What follows belongs to an exercise in optimizing a design on an open flow for small area, a short achievable clock period and few clock cycles per item; a production flow would make more cautious choices. RTL that was checked went through simulation tests only; none was proved equivalent to the original. Power is estimated from default activity; no workload was simulated.

Setup of build 92:
Design stream_filter, start of the top module:
module stream_filter (
    input  wire        clk,
    input  wire        rst,          
    input  wire        cfg_we,
    input  wire [31:0] cfg_wdata,
    output wire [31:0] cfg_rdata,
    output reg         cfg_err,
    input  wire        in_valid,
    input  wire [31:0] in_data,
    output wire        in_ready,
    output reg         out_valid,
    output reg  [31:0] out_val,
    output reg         out_emit
);
    localparam [2:0] F_NONE = 3'd0,
                     F_AVG  = 3'd1,
                     F_MED3 = 3'd2,
                     F_IIR  = 3'd3;
    localparam NST = 4;
    function integer nsteps(input integer s);
        nsteps = 8;
    endfunction
    function [37:0] add38(input [37:0] a, input [37:0] b, input ci);
        reg c;
        integer i;
        begin
            c = ci;
            for (i = 0; i < 38; i = i + 1) begin
                add38[i] = a[i] ^ b[i] ^ c;
                c = (a[i] & b[i]) | (a[i] & c) | (b[i] & c);
            end
        end
    endfunction
    function ge32(input [31:0] a, input [31:0] b);
        reg [31:0] p, q;
        reg c;
        integer i;
        begin
            p = a ^ 32'h8000_0000;
            q = ~(b ^ 32'h8000_0000);
            c = 1'b1;
            for (i = 0; i < 32; i = i + 1)
                c = (p[i] & q[i]) | (p[i] & c) | (q[i] & c);
            ge32 = c;
        end
    endfunction
    reg [2:0] filter;
    reg [6:0] param;
    reg [7:0] decim;
    reg       bat_en;
    reg       policy;
    assign cfg_rdata = {6'd0, policy, bat_en, decim, 1'b0, param, 5'd0, filter};
    wire [2:0] w_filter = cfg_wdata[2:0];
    wire [6:0] w_param  = cfg_wdata[14:8];
    wire [7:0] w_decim  = cfg_wdata[23:16];
    wire p_zero  = (w_param == 7'd0);
    wire p_avg   = w_param[6] ? (w_param[5:0] == 6'd0) : (w_param[5:1] != 5'd0);
    wire p_iir   = (w_param[6:4] == 3'd0) && !p_zero;
    wire w_ok    = (w_decim != 8'd0) && !w_filter[2] &&
                   (w_filter[0] ? (w_filter[1] ? p_iir : p_avg) : p_zero);
    wire cfg_take = cfg_we && w_ok;
    always @(posedge clk) begin
        if (rst) begin
            filter  <= F_NONE;
            param   <= 7'd0;
            decim   <= 8'd1;
            bat_en  <= 1'b0;
            policy  <= 1'b0;
            cfg_err <= 1'b0;
        end else begin
            cfg_err <= cfg_we && !w_ok;
  ...
clock: 120.0 ns
lec_check: 0
cap_margin: 20
core_margin: 2
core_utilization: 60
cts_buf_list: sky130_fd_sc_hd__clkbuf_16
cts_cluster_diameter: 60
cts_cluster_size: 24
place_density: 0.75
slew_margin: 20
run.sh (not shown) runs the stock make flow with config.mk's settings and CLKGATE_MAP_FILE= SYNTH_SCRIPT=/design/flow/synth_recipe.tcl, a recipe that flattens the netlist after the stock synthesis.
Build 92 reached the end of the flow, and the finished layout is clean on the timing, DRC and antenna checks.
Modified inputs, trial 2 compared to build 92
Settings: changing CTS_BUF_LIST from sky130_fd_sc_hd__clkbuf_16 to sky130_fd_sc_hd__clkbuf_8; changing CTS_CLUSTER_DIAMETER from 60 to 50; changing CTS_CLUSTER_SIZE from 24 to 16.
### Flow results
Between trial 2 and build 92, the final worst setup slack is lower for build 92. Taking build 92 as the reference, in trial 2 sequential cell count of the final layout essentially unchanged, clock power decreased 16%, global-route usage decreased 0.53 points, total routed wirelength decreased about 2.6%. Build 92 has higher routed length on met1 than trial 2. Taking build 92 as the reference, in trial 2 synthesis-to-finish area growth lower, via count roughly the same.
No functional check of the RTL was part of any run of this note.


== ember ==
stream_filter, a different RTL version from the one above (not shown whole).
Size in the first run: about 140 I/O pins, roughly 66000 µm² of cells after synthesis.
export LEC_CHECK = 0
export ABC_AREA = 1
export CAP_MARGIN = 20
export CORE_MARGIN = 2
export CORE_UTILIZATION = 60
export CTS_BUF_LIST = sky130_fd_sc_hd__clkbuf_16
export CTS_CLUSTER_DIAMETER = 60
export CTS_CLUSTER_SIZE = 28
export PLACE_DENSITY = 0.75
export SLEW_MARGIN = 40
create_clock -name core_clock -period 120.0 [get_ports {clk}]
standard.sh (not shown) runs the stock make flow with config.mk's settings and CLKGATE_MAP_FILE= SYNTH_SCRIPT=/design/flow/synth_recipe.tcl, a recipe that flattens the netlist after the stock synthesis.
==> flow/flow/run.sh <==
#!/bin/bash
# Layout: the standard flow (standard.sh), with the port buffers that
# ORFS's placement step adds made sky130_fd_sc_hd__buf_2 cells. Everything
# else, synthesis included, is the standard flow unchanged.
set -euo pipefail
export BUFFER_PORTS_ARGS="-buffer_cell sky130_fd_sc_hd__buf_2"
bash standard.sh finish > standard_flow.log 2>&1
ember was carried through to the last stage, and its layout satisfied the timing, DRC and antenna checks.
Testbench counts of ember, summed over its fixed seeds: cycles 17,423, items 17,303.
--- input diff ember..nickel ---
Settings: CAP_MARGIN changed from 20 to 0; CTS_BUF_LIST changed from sky130_fd_sc_hd__clkbuf_16 to sky130_fd_sc_hd__clkbuf_4 sky130_fd_sc_hd__clkbuf_8 sky130_fd_sc_hd__clkbuf_16; SLEW_MARGIN changed from 40 to 0; CTS_CLUSTER_SIZE changed from 28 to 16; CTS_CLUSTER_DIAMETER changed from 60 to 50.
Results
The critical path depth reported for nickel is smaller than that of ember by 9.
Going from ember to nickel, wire length of the first global-routing pass increased by 3.2% relative to the old numbers, sequential share of layout area now smaller, final instance area picked up an extra about 2%, footprint of the multi-input gates has remained practically unchanged.
For nickel, the critical path class was flop to primary output, unlike ember, where it was input pin to flop.
Final-stage net count (nickel vs. ember) increases slightly
Cell with the largest stage delay on the worst path: sky130_fd_sc_hd__o311ai_0 -> ember, sky130_fd_sc_hd__dfxtp_1 -> nickel
The more densely filled core belongs to nickel, not ember.
Between nickel and ember, the fmax does not differ in any meaningful way.
Input-level comparison between delta and nickel:
Settings: a change of CTS_BUF_LIST from sky130_fd_sc_hd__clkbuf_4 sky130_fd_sc_hd__clkbuf_8 sky130_fd_sc_hd__clkbuf_16 to sky130_fd_sc_hd__clkbuf_8; a change of SLEW_MARGIN from 0 to 40; a change of CAP_MARGIN from 0 to 20.
Results
| switching component of the power | delta vs nickel | better |
On fraction of the cycle the final worst path needs, delta and nickel are neck and neck.
All-layer global routing usage on delta is down relative to nickel.
delta ends up with lower routed wire length than nickel does.
delta against nickel: final design area excluding fillers went down about 2.7%, multi-input combinational cell area flat, fmax saw a decrease.


The RTL this note starts from:
==> flow/design.v <==
module stream_filter (
    input  wire        clk,
    input  wire        rst,          
    input  wire        cfg_we,
    input  wire [31:0] cfg_wdata,
    output wire [31:0] cfg_rdata,
    output reg         cfg_err,
    input  wire        in_valid,
    input  wire [31:0] in_data,
    output wire        in_ready,
    output reg         out_valid,
    output reg  [31:0] out_val,
    output reg         out_emit
);
    localparam [2:0] F_NONE = 3'd0,
                     F_AVG  = 3'd1,
                     F_MED3 = 3'd2,
                     F_IIR  = 3'd3;
    localparam NST = 3;
    function integer nsteps(input integer s);
        nsteps = (s == 3) ? 11 : 10;
    endfunction
    function [37:0] add38(input [37:0] a, input [37:0] b, input ci);
        reg c;
        integer i;
        begin
            c = ci;
            for (i = 0; i < 38; i = i + 1) begin
                add38[i] = a[i] ^ b[i] ^ c;
                c = (a[i] & b[i]) | (a[i] & c) | (b[i] & c);
            end
        end
    endfunction
    function ge32(input [31:0] a, input [31:0] b);
        reg [31:0] p, q;
        reg c;
        integer i;
        begin
            p = a ^ 32'h8000_0000;
            q = ~(b ^ 32'h8000_0000);
            c = 1'b1;
            for (i = 0; i < 32; i = i + 1)
                c = (p[i] & q[i]) | (p[i] & c) | (q[i] & c);
            ge32 = c;
        end
    endfunction
    reg [2:0] filter;
    reg [6:0] param;
    reg [7:0] decim;
    reg       bat_en;
    reg       policy;
    assign cfg_rdata = {6'd0, policy, bat_en, decim, 1'b0, param, 5'd0, filter};
    wire [2:0] w_filter = cfg_wdata[2:0];
    wire [6:0] w_param  = cfg_wdata[14:8];
    wire [7:0] w_decim  = cfg_wdata[23:16];
    wire pz_lo   = ~|w_param[3:0];
    wire pz_hi   = ~|w_param[6:4];
    wire p_zero  = pz_lo & pz_hi;
    wire p_iir   = pz_hi & ~pz_lo;
    wire p_avg   = (w_param[6] & ~|w_param[5:0]) | (~w_param[6] & |w_param[5:1]);
    wire w_ok    = |w_decim & ~w_filter[2] &
                   ((~w_filter[0] & p_zero) | (w_filter[0] & ~w_filter[1] & p_avg) |
                    (w_filter[0] & w_filter[1] & p_iir));
    wire cfg_take = cfg_we && w_ok;
    always @(posedge clk) begin
        if (rst) begin
            filter  <= F_NONE;
            param   <= 7'd0;
            decim   <= 8'd1;
            bat_en  <= 1'b0;
            policy  <= 1'b0;
            cfg_err <= 1'b0;
        end else begin
            cfg_err <= cfg_we && !w_ok;
            if (cfg_take) begin
                filter <= w_filter;
                param  <= w_param;
                decim  <= w_decim;
                bat_en <= cfg_wdata[24];
                policy <= cfg_wdata[25];
            end
        end
    end
    reg  [2:0] c_filter;
    reg  [6:0] c_param;
    always @(posedge clk) begin
        c_filter <= filter;
        c_param  <= param;
    end
    wire       f_avg  = (c_filter == F_AVG);
    wire       f_med  = (c_filter == F_MED3);
    wire       f_iir  = (c_filter == F_IIR);
    wire [5:0] ring_m = f_avg ? c_param[5:0] - 6'd1 : f_med ? 6'd3 : 6'd0;    
    wire [6:0] cap    = f_avg ? c_param : 7'd3;  
    wire [3:0] kk     = c_param[3:0];            
    reg  [5:0] rot;                  
    reg        nrdy;                 
    reg        rdy_o;                
    assign in_ready = rdy_o;
    wire take = in_valid && !nrdy;   
    reg  [31:0] r0;
    reg  [31:0] s1  [0:0];
    reg  [31:0] s2  [0:1];
    reg  [31:0] s4  [0:3];
    reg  [31:0] s8  [0:7];
    reg  [31:0] s16 [0:15];
    reg  [31:0] s32 [0:31];
    wire [31:0] o1 = ring_m[0] ? s1[0]   : r0;
    wire [31:0] o2 = ring_m[1] ? s2[1]   : o1;
    wire [31:0] o3 = ring_m[2] ? s4[3]   : o2;
    wire [31:0] o4 = ring_m[3] ? s8[7]   : o3;
    wire [31:0] o5 = ring_m[4] ? s16[15] : o4;
    wire [31:0] o6 = ring_m[5] ? s32[31] : o5;    
    integer i;
    always @(posedge clk) begin
        r0     <= take ? in_data : o6;
        s1[0]  <= r0;
        s2[0]  <= o1;
        s4[0]  <= o2;
        s8[0]  <= o3;
        s16[0] <= o4;
        s32[0] <= o5;
        s2[1]  <= s2[0];
        for (i = 1; i < 4;  i = i + 1) s4[i]  <= s4[i-1];
        for (i = 1; i < 8;  i = i + 1) s8[i]  <= s8[i-1];
        for (i = 1; i < 16; i = i + 1) s16[i] <= s16[i-1];
        for (i = 1; i < 32; i = i + 1) s32[i] <= s32[i-1];
    end
    reg clr;                         
    wire [5:0] rot_nxt = (take || rot >= ring_m) ? 6'd0 : rot + 6'd1;
    wire       rdy_nxt = (rot_nxt == 6'd0);
    wire       rdy_d   = rdy_nxt || rst || clr;
    always @(posedge clk) begin
        rot   <= (rst || clr) ? 6'd0 : rot_nxt;
        nrdy  <= !(rdy_d || cfg_take);
        rdy_o <= rdy_d || cfg_take;
    end
    reg                v1;           
    reg  [6:0]         ncnt;         
    reg  [37:0]        acc;          
    reg  [7:0]         dcnt;         
    reg                bc;           
    always @(posedge clk) begin
        if (rst)
            v1 <= 1'b0;
        else
            v1 <= take;
        clr <= rst || cfg_take;
    end
    wire [31:0] x     = r0;
    wire [37:0] x38   = {{6{x[31]}}, x};
    wire        full  = (ncnt == cap);
    wire        first = (ncnt == 7'd1);
    reg         ci_iir;          
    always @(posedge clk)
        ci_iir <= (filter == F_IIR);
    wire [37:0] sum   = add38(x38, acc, ci_iir);
    wire [3:0]  sh    = first ? 4'd0 : kk;
    wire [32:0] st0   = sum[32:0];
    wire [32:0] st1   = sh[0] ? {st0[32],      st0[32:1]} : st0;
    wire [32:0] st2   = sh[1] ? {{2{st1[32]}}, st1[32:2]} : st1;
    wire [32:0] st3   = sh[2] ? {{4{st2[32]}}, st2[32:4]} : st2;
    wire [32:0] st4   = sh[3] ? {{8{st3[32]}}, st3[32:8]} : st3;
    wire [37:0] minu  = f_iir ? acc : sum;
    wire [37:0] subt  = f_iir ? {{5{st4[32]}}, st4} : (full ? {{6{o6[31]}}, o6} : 38'd0);
    wire [37:0] nacc  = add38(minu, ~subt, 1'b1);
    wire [31:0] b  = s1[0];
    wire [31:0] c  = s2[0];
    wire        ab = ge32(x, b);
    wire        ac = ge32(x, c);
    wire        lt2 = (ncnt[6:2] == 5'd0) && !(ncnt[1] && ncnt[0]);    
    wire [31:0] med = (!f_med || lt2 || ab != ac) ? x : (bc == ab) ? b : c;
    wire [5:0]  nm1   = ncnt[5:0] - 6'd1;        
    wire [37:0] sumr  = add38(sum, {32'd0, nm1}, 1'b0);
    wire [31:0] y     = f_iir ? ~nacc[31:0] : med;
    wire [37:0] w     = f_avg ? (sum[37] ? sumr : sum) : {{6{y[31]}}, y};
    wire [5:0]  dm1   = f_avg ? nm1 : 6'd0;      
    wire emit_now = (dcnt + 8'd1 == decim);
    always @(posedge clk) begin
        if (clr) begin
            ncnt <= 7'd1;
            acc  <= 38'd0;
            dcnt <= 8'd0;
        end else if (v1) begin
            if (!full)
                ncnt <= ncnt + 7'd1;
            acc  <= nacc;
            dcnt <= emit_now ? 8'd0 : dcnt + 8'd1;
        end
        if (v1)
            bc <= ab;
    end
    function [36:0] steps;           
        input [5:0]  rem;
        input [30:0] w;              
        input [5:0]  nm;             
        input        ng;             
        input integer k;
        reg   [6:0]  t, d, gn, pr, nb;
        reg   [7:0]  cy;
        integer j, i;
        begin
            for (j = 0; j < k; j = j + 1) begin
                t     = {rem, w[30]};
                nb    = {1'b1, nm};
                gn    = t & nb;
                pr    = t ^ nb;
                cy[0] = 1'b0;
                for (i = 0; i < 7; i = i + 1)
                    cy[i+1] = gn[i] | (pr[i] & cy[i]);
                d = pr ^ cy[6:0];
                w   = {w[29:0], cy[7] ^ ng};
                rem = cy[7] ? d[5:0] : t[5:0];
            end
            steps = {rem, w};
        end
    endfunction
    reg        dv [1:NST];
    reg  [5:0] dr [1:NST];
    reg [30:0] dw [1:NST];
    reg  [5:0] dn [1:NST];
    reg        dg [1:NST];           
    reg        de [1:NST];           
    always @(posedge clk) begin
        if (rst)
            dv[1] <= 1'b0;
        else
            dv[1] <= v1;
        {dr[1], dw[1]} <= w[36:0];
        dn[1] <= ~dm1;
        dg[1] <= w[37];
        de[1] <= emit_now && bat_en;
    end
    genvar g;
    generate
        for (g = 2; g <= NST; g = g + 1) begin : stage
            wire [36:0] s = (g == 2) ? steps(dr[1] ^ {6{dg[1]}}, dw[1] ^ {31{dg[1]}}, dn[1], dg[1], nsteps(1))
                                     : steps(dr[g-1], dw[g-1], dn[g-1], dg[g-1], nsteps(g-1));
            always @(posedge clk) begin
                if (rst)
                    dv[g] <= 1'b0;
                else
                    dv[g] <= dv[g-1];
                {dr[g], dw[g]} <= s;
                dn[g] <= dn[g-1];
                dg[g] <= dg[g-1];
                de[g] <= de[g-1];
            end
        end
    endgenerate
    wire [36:0] sl  = steps(dr[NST], dw[NST], dn[NST], dg[NST], nsteps(NST));
    wire [31:0] res = {dg[NST], sl[30:0]};
    always @(posedge clk) begin
        if (rst) begin
            out_valid <= 1'b0;
            out_val   <= 32'd0;
            out_emit  <= 1'b0;
        end else begin
            out_valid <= dv[NST];
            out_emit  <= dv[NST] && de[NST];
            if (dv[NST])
                out_val <= res;
        end
    end
endmodule
==> flow/config.mk <==
export PLATFORM = sky130hd
export DESIGN_NAME = stream_filter
export DESIGN_NICKNAME = stream_filter
export VERILOG_FILES = /design/flow/design.v
export SDC_FILE = /design/flow/constraint.sdc
export NUM_CORES = 4
export LEC_CHECK = 0
export ABC_AREA = 1
export CAP_MARGIN = 0
export CORE_MARGIN = 2
export CORE_UTILIZATION = 60
export CTS_BUF_LIST = sky130_fd_sc_hd__clkbuf_8
export CTS_CLUSTER_DIAMETER = 50
export CTS_CLUSTER_SIZE = 16
export PLACE_DENSITY = 0.75
export SLEW_MARGIN = 0
==> flow/constraint.sdc <==
create_clock -name core_clock -period 120.0 [get_ports {clk}]
set_input_delay 24.0000 -clock core_clock [delete_from_list [all_inputs] [get_ports {clk}]]
set_output_delay 24.0000 -clock core_clock [all_outputs]
set_load 0.01 [all_outputs]
==> flow/flow/run.sh <==
#!/bin/bash
# Layout: the standard flow (standard.sh) with two changes to how the
# layout is made: the port buffers that ORFS's placement step adds are
# sky130_fd_sc_hd__buf_2 cells, and clock tree synthesis adds no dummy
# loads (its other settings are config.mk's). Everything else, synthesis
# included, is the standard flow unchanged. The full output goes to
# standard_flow.log here and to ORFS's own logs under orfs/logs.
set -euo pipefail
export BUFFER_PORTS_ARGS="-buffer_cell sky130_fd_sc_hd__buf_2"
export CTS_ARGS="-sink_clustering_enable -repair_clock_nets -sink_clustering_size 16 -sink_clustering_max_diameter 50 -buf_list sky130_fd_sc_hd__clkbuf_8 -dont_use_dummy_load"
bash standard.sh finish > standard_flow.log 2>&1
The first run passed the timing, DRC and antenna checks.
Testbench counts at the start, summed over its fixed seeds: cycles 17,423, items 17,303.
Then changed:
--- a/flow/flow/run.sh
+++ b/flow/flow/run.sh
@@ -9,3 +9,3 @@
 export BUFFER_PORTS_ARGS="-buffer_cell sky130_fd_sc_hd__buf_2"
-export CTS_ARGS="-sink_clustering_enable -repair_clock_nets -sink_clustering_size 16 -sink_clustering_max_diameter 50 -buf_list sky130_fd_sc_hd__clkbuf_8 -dont_use_dummy_load"
+export CTS_ARGS="-sink_clustering_enable -repair_clock_nets -sink_clustering_size 20 -sink_clustering_max_diameter 80 -buf_list sky130_fd_sc_hd__clkbuf_8 -dont_use_dummy_load"
 bash standard.sh finish > standard_flow.log 2>&1
Settings changed: CTS_CLUSTER_DIAMETER 50 to 80, CTS_CLUSTER_SIZE 16 to 20.
Final area came out lower slightly.
Hold slack improved by 0.012 ns.
Clock-buffer cell count drops by 41.
Utilization decreases by 0.52 points.
Via count shrinks slightly.
Wire length shrinks slightly.
Clock skew came out lower by 0.029 ns.
Synthesized area is unchanged.
Total power fell by a few percent.
Worst setup slack gets worse by 0.032 ns.
Sequential share of layout area rose by 0.53 points.
Then changed:
==> flow/flow/run.sh (replaced) <==
#!/bin/bash
# Layout: the standard flow (standard.sh), with the port buffers that
# ORFS's placement step adds made sky130_fd_sc_hd__buf_2 cells. Everything
# else, synthesis included, is the standard flow unchanged.
set -euo pipefail
export BUFFER_PORTS_ARGS="-buffer_cell sky130_fd_sc_hd__buf_2"
bash standard.sh finish > standard_flow.log 2>&1
Settings changed: CORE_UTILIZATION 60 to 67, CTS_CLUSTER_DIAMETER 80 to 50, CTS_CLUSTER_SIZE 20 to 16, PLACE_DENSITY 0.75 to 0.8.
After rerunning: The changed run finished clean; combinational power went up by about 1%; worst setup slack got worse by 0.59 ns; cell area went up by 1.3%; sequential cell count does not change; global-route usage went up by 3.2 points; count of clock-buffer cells in the layout went up by 41; power went up by 4.5%; area after synthesis is unchanged.
Then changed:
==> flow/flow/run.sh (replaced) <==
#!/bin/bash
# Layout: the standard flow (standard.sh) with two changes to how the
# layout is made: the port buffers that ORFS's placement step adds are
# sky130_fd_sc_hd__buf_2 cells, and clock tree synthesis adds no dummy
# loads (its other settings are config.mk's). Everything else, synthesis
# included, is the standard flow unchanged. The full output goes to
# standard_flow.log here and to ORFS's own logs under orfs/logs.
set -euo pipefail
export BUFFER_PORTS_ARGS="-buffer_cell sky130_fd_sc_hd__buf_2"
export CTS_ARGS="-sink_clustering_enable -repair_clock_nets -sink_clustering_size 28 -sink_clustering_buffer sky130_fd_sc_hd__clkbuf_16 -sink_clustering_max_diameter 80 -buf_list sky130_fd_sc_hd__clkbuf_8 -dont_use_dummy_load"
bash standard.sh finish > standard_flow.log 2>&1
Settings changed: CORE_UTILIZATION 67 to 60, CTS_CLUSTER_DIAMETER 50 to 80, CTS_CLUSTER_SIZE 16 to 28, PLACE_DENSITY 0.8 to 0.75.
Effect: Total power went down by a few percent. Setup slack improves by 0.60 ns. Flip-flop and latch count is unchanged.
Then changed:
==> flow/flow/run.sh (replaced) <==
#!/bin/bash
# Layout: the standard flow (standard.sh), with the port buffers that
# ORFS's placement step adds made sky130_fd_sc_hd__buf_2 cells. Everything
# else, synthesis included, is the standard flow unchanged.
set -euo pipefail
export BUFFER_PORTS_ARGS="-buffer_cell sky130_fd_sc_hd__buf_2"
bash standard.sh finish > standard_flow.log 2>&1
Settings changed: CTS_CLUSTER_DIAMETER 80 to 40, CTS_CLUSTER_SIZE 28 to 18.
What happened: Worst hold slack improved by 0.044 ns. Wire length goes down slightly. Worst setup slack got worse by 0.048 ns.
Then changed:
Settings changed: CAP_MARGIN 0 to 20, CTS_BUF_LIST sky130_fd_sc_hd__clkbuf_8 to sky130_fd_sc_hd__clkbuf_4, CTS_CLUSTER_SIZE 18 to 10, SLEW_MARGIN 0 to 20.
Setup slack loses 0.28 ns.
Clock-buffer cell count climbs by 114.
Clock power decreases by 14%.
Synthesized area does not change.
Sequential power barely changes.
Worst hold slack degrades by 0.046 ns.
Cell area is lower by 1.3%.
Critical path depth stays the same.
Total power drops by 3.5%.
Wire length is about the same.
Via count increases by 2.0%.

## static timing again, ports no longer ideal
No port has a modelled driver above. Below, the same layouts with a new extraction and two added sets of constraints. Step 1 sets driving cells, clkbuf_16 on the clock port and buf_2 on the other inputs (assumed; they add their load-dependent delay and slew). Step 2 also shifts input and output timing later by t, the mid clock arrival at the registers, as if the neighbouring blocks saw the same clock. a / b / c = ideal ports / drivers / drivers and shift; a / b = the first two.
run	t, ns	setup slack, ns	hold WS [ns]	worst setup path at the end	latest minus earliest clock arrival (ns)
build 92	0.829	89.555 / 89.555 / 89.555	0.305 / 0.305 / 0.305	register to register	0.041 / 0.041
trial 2	0.933	89.584 / 89.584 / 89.584	0.296 / 0.296 / 0.296	register to register	0.057 / 0.056
ember	0.795	94.645 / 94.641 / 93.900	0.305 / 0.305 / 0.305	input to register	0.048 / 0.048
nickel	0.839	94.663 / 94.591 / 93.897	0.309 / 0.309 / 0.309	input to register	0.059 / 0.059
delta	0.940	94.544 / 94.476 / 93.902	0.316 / 0.316 / 0.316	input to register	0.049 / 0.049
the first run of note 3	0.883	94.621 / 94.554 / 93.954	0.275 / 0.275 / 0.275	input to register	0.143 / 0.143
the second run of note 3	0.881	94.589 / 94.521 / 93.964	0.287 / 0.287 / 0.287	input to register	0.088 / 0.087
the third run of note 3	0.955	94.000 / 94.047 / 93.093	0.307 / 0.307 / 0.307	input to register	0.060 / 0.059
the fourth run of note 3	0.891	94.598 / 94.530 / 93.940	0.265 / 0.265 / 0.265	input to register	0.153 / 0.153
the fifth run of note 3	0.933	94.551 / 94.483 / 93.933	0.309 / 0.309 / 0.309	input to register	0.062 / 0.063
the sixth run of note 3	1.212	94.269 / 94.202 / 93.948	0.263 / 0.263 / 0.263	input to register	0.104 / 0.105
After both steps setup and hold are still met in every run listed. The setup slack of the third run of note 3, which loses most, moves by +0.047 ns with the drivers and by -0.907 ns with both steps.
